Background: an optimization exercise with open tools, aiming at small area, a short achievable clock period and few clock cycles per item. Do not read the settings as production practice. RTL that was checked went through simulation tests only; none was proved equivalent to the original.

Setup of red:
==> module rf_siphash, before the edit <==
module rf_siphash (
    input  wire         clk,
    input  wire         rst,
    input  wire         key_we,
    input  wire [127:0] key,
    input  wire         in_valid,
    output wire         in_ready,
    input  wire [7:0]   in_prof,
    input  wire [7:0]   in_fam,
    input  wire [127:0] in_addr,
    input  wire [7:0]   in_plen,
    output wire         out_valid,
    input  wire         out_ready,
    output wire [63:0]  out_hash
);
    reg [63:0] k0, k1;
    always @(posedge clk) begin
        if (key_we) begin
            k0 <= key[63:0];
            k1 <= key[127:64];
        end
    end
    wire [31:0]  v4_mask = (in_plen >= 8'd32)  ? {32{1'b1}}  : ~({32{1'b1}}  >> in_plen[4:0]);
    wire [127:0] v6_mask = (in_plen >= 8'd128) ? {128{1'b1}} : ~({128{1'b1}} >> in_plen[6:0]);
    reg [127:0] addr_m;
    always @(*) begin
        case (in_fam)
            8'h00:   addr_m = {in_addr[127:80], 80'd0};
            8'h04:   addr_m = {in_addr[127:96] & v4_mask, 96'd0};
            8'h06:   addr_m = in_addr & v6_mask;
            default: addr_m = in_addr;
        endcase
    end
    wire [7:0] ab [0:15];
    genvar gi;
    generate
        for (gi = 0; gi < 16; gi = gi + 1) begin : g_ab
            assign ab[gi] = addr_m[127-8*gi -: 8];
        end
    endgenerate
    wire [63:0] w0 = {ab[5], ab[4], ab[3], ab[2], ab[1], ab[0], in_fam, in_prof};
    wire [63:0] w1 = {ab[13], ab[12], ab[11], ab[10], ab[9], ab[8], ab[7], ab[6]};
    wire [63:0] w2 = {8'd18, 40'd0, ab[15], ab[14]};
    reg  [63:0] v0, v1, v2, v3;
    wire [63:0] a0;
    sip_add u_a0 (.a(v0), .b(v1), .s(a0));
    wire [63:0] a1 = {v1[50:0], v1[63:51]} ^ a0;
    wire [63:0] a0r = {a0[31:0], a0[63:32]};
    wire [63:0] a2;
    sip_add u_a2 (.a(v2), .b(v3), .s(a2));
    wire [63:0] a3 = {v3[47:0], v3[63:48]} ^ a2;
    wire [63:0] b0;
    sip_add u_b0 (.a(a0r), .b(a3), .s(b0));
    wire [63:0] b2;
    sip_add u_b2 (.a(a2), .b(a1), .s(b2));
    wire [63:0] a3r = {a3[42:0], a3[63:43]};
    wire [63:0] a1r = {a1[46:0], a1[63:47]};
    wire [63:0] b2r = {b2[31:0], b2[63:32]};
    wire [63:0] b3 = a3r ^ b0;
    wire [63:0] b1 = a1r ^ b2;
    wire [63:0] hx = b1 ^ a3r ^ b2r;
    reg        busy;
    reg [3:0]  cnt;
    reg        ovalid;
    reg [63:0] hash;
    wire last   = busy && (cnt == 4'd9);
    wire take   = busy && (cnt == 4'd5);      
    wire accept = take && !ovalid;
    wire redo   = take && ovalid;
    wire start  = (!busy || last) && in_valid;
    wire init   = start || redo;
    assign in_ready  = accept;
    assign out_valid = ovalid;
    assign out_hash  = hash;
    wire [63:0] x0 = (cnt == 4'd1) ? w0 : (cnt == 4'd3) ? w1 : (cnt == 4'd5) ? w2 : 64'd0;
    wire [63:0] x3 = (cnt == 4'd1) ? w1 : (cnt == 4'd3) ? w2 : 64'd0;
    wire [63:0] x2 = (cnt == 4'd5) ? 64'h00000000000000ff : 64'd0;
    always @(posedge clk) begin
        if (init) begin
            v0 <= k0 ^ 64'h736f6d6570736575;
            v1 <= k1 ^ 64'h646f72616e646f6d;
            v2 <= k0 ^ 64'h6c7967656e657261;
            v3 <= k1 ^ 64'h7465646279746573 ^ w0;
        end else begin
            v0 <= b0 ^ x0;
            v1 <= b1;
            v2 <= b2r ^ x2;
            v3 <= b3 ^ x3;
        end
        if (last)
            hash <= hx;
    end
    always @(posedge clk) begin
        if (rst) begin
            busy   <= 1'b0;
            cnt    <= 4'd0;
            ovalid <= 1'b0;
        end else begin
            if (init)
                cnt <= 4'd0;
            else
                cnt <= cnt + 4'd1;
            if (start)
                busy <= 1'b1;
            else if (last)
                busy <= 1'b0;
            if (last)
                ovalid <= 1'b1;
            else if (out_ready)
                ovalid <= 1'b0;
        end
    end
endmodule
==> module sip_add, before the edit <==
module sip_add (
    input  wire [63:0] a,
    input  wire [63:0] b,
    output wire [63:0] s
);
    wire [63:0] p = a ^ b;
    reg  [63:0] g, q;
    integer l, i, j;
    always @(*) begin
        g = a & b;
        q = p;
        for (l = 0; l < 6; l = l + 1)
            for (i = 0; i < 64; i = i + 1)
                if (i & (1 << l)) begin
                    j = (i & ~((1 << l) - 1)) - 1;
                    g[i] = g[i] | (q[i] & g[j]);
                    q[i] = q[i] & q[j];
                end
    end
    assign s = p ^ {g[62:0], 1'b0};
endmodule
clock: 8.0 ns
lec_check: 0
cap_margin: 20
core_margin: 2
core_utilization: 40
setup_slack_margin: 0.2
slew_margin: 20
run.sh (not shown) runs the stock make flow with config.mk's settings and CLKGATE_MAP_FILE= SYNTH_SCRIPT=/design/flow/synth_recipe.tcl, a recipe that flattens the netlist after the stock synthesis.
Testbench counts of red, summed over its fixed seeds: cycles 20,496, items 2,048.
Input changes introduced in blue (baseline for comparison: red):
--- a/flow/design.v
+++ b/flow/design.v
@@ -43,15 +43,11 @@
     wire [63:0] w2 = {8'd18, 40'd0, ab[15], ab[14]};
     reg  [63:0] v0, v1, v2, v3;
-    wire [63:0] a0;
-    sip_add u_a0 (.a(v0), .b(v1), .s(a0));
+    wire [63:0] a0 = v0 + v1;
     wire [63:0] a1 = {v1[50:0], v1[63:51]} ^ a0;
     wire [63:0] a0r = {a0[31:0], a0[63:32]};
-    wire [63:0] a2;
-    sip_add u_a2 (.a(v2), .b(v3), .s(a2));
+    wire [63:0] a2 = v2 + v3;
     wire [63:0] a3 = {v3[47:0], v3[63:48]} ^ a2;
-    wire [63:0] b0;
-    sip_add u_b0 (.a(a0r), .b(a3), .s(b0));
-    wire [63:0] b2;
-    sip_add u_b2 (.a(a2), .b(a1), .s(b2));
+    wire [63:0] b0 = a0r + a3;
+    wire [63:0] b2 = a2 + a1;
     wire [63:0] a3r = {a3[42:0], a3[63:43]};
     wire [63:0] a1r = {a1[46:0], a1[63:47]};
@@ -59,5 +55,5 @@
     wire [63:0] b3 = a3r ^ b0;
     wire [63:0] b1 = a1r ^ b2;
-    wire [63:0] hx = b1 ^ a3r ^ b2r;
+    wire [63:0] hx = a3r ^ a1r ^ b2 ^ b2r;
     reg        busy;
     reg [3:0]  cnt;
@@ -112,23 +108,2 @@
     end
 endmodule
-module sip_add (
-    input  wire [63:0] a,
-    input  wire [63:0] b,
-    output wire [63:0] s
-);
-    wire [63:0] p = a ^ b;
-    reg  [63:0] g, q;
-    integer l, i, j;
-    always @(*) begin
-        g = a & b;
-        q = p;
-        for (l = 0; l < 6; l = l + 1)
-            for (i = 0; i < 64; i = i + 1)
-                if (i & (1 << l)) begin
-                    j = (i & ~((1 << l) - 1)) - 1;
-                    g[i] = g[i] | (q[i] & g[j]);
-                    q[i] = q[i] & q[j];
-                end
-    end
-    assign s = p ^ {g[62:0], 1'b0};
-endmodule
blue closes out successfully: all stages finished, all timing, DRC and antenna checks passed.
Clock-buffer cell count, blue and red, lower one = blue.
Simple-gate portion of the synthesized area in blue vs red: up 2.6 points
Summary of blue over red: wire length up about 44%, portion of netlist area occupied by mux cells flat, largest fanout of any net on the critical path down 2, count of sequential standard cells flat, synthesized netlist net count up 855.
Worst slack at placement in blue is 120 ps above red.
From red to blue the numbers moved as follows: data arrival at the endpoint of the critical path went up 220 ps, mean area per synthesized cell fell by 0.74 µm².
Only the layout flow was run in blue; the RTL was not checked for function there.

static timing again, ports no longer ideal:
Ports are ideal in the flow. The routed layouts listed here were re-timed in OpenROAD.
Step 1 (the two cells are an assumption about what drives the block):
set clk [get_ports {clk}]
set_driving_cell -lib_cell sky130_fd_sc_hd__clkbuf_16 $clk
set_driving_cell -lib_cell sky130_fd_sc_hd__buf_2 [delete_from_list [all_inputs] $clk]
Step 2, shift: input delay + t, output delay - t, t = (earliest + latest rising clock arrival at the registers) / 2. This alone moves slack from input paths to output paths.
Three values: ideal, step 1, step 2; two values: the first two.
run	shift t [ns]	slack for setup (ns)	worst setup path at the end	worst register clock-pin slew, ns	worst slew at a driven data input, ns
red	0.706	0.404 / 0.404 / 0.404	register to register	0.07 / 0.07	0.09
blue	0.754	0.257 / 0.257 / 0.257	register to register	0.08 / 0.08	0.13
After both steps every run listed still meets setup and hold.
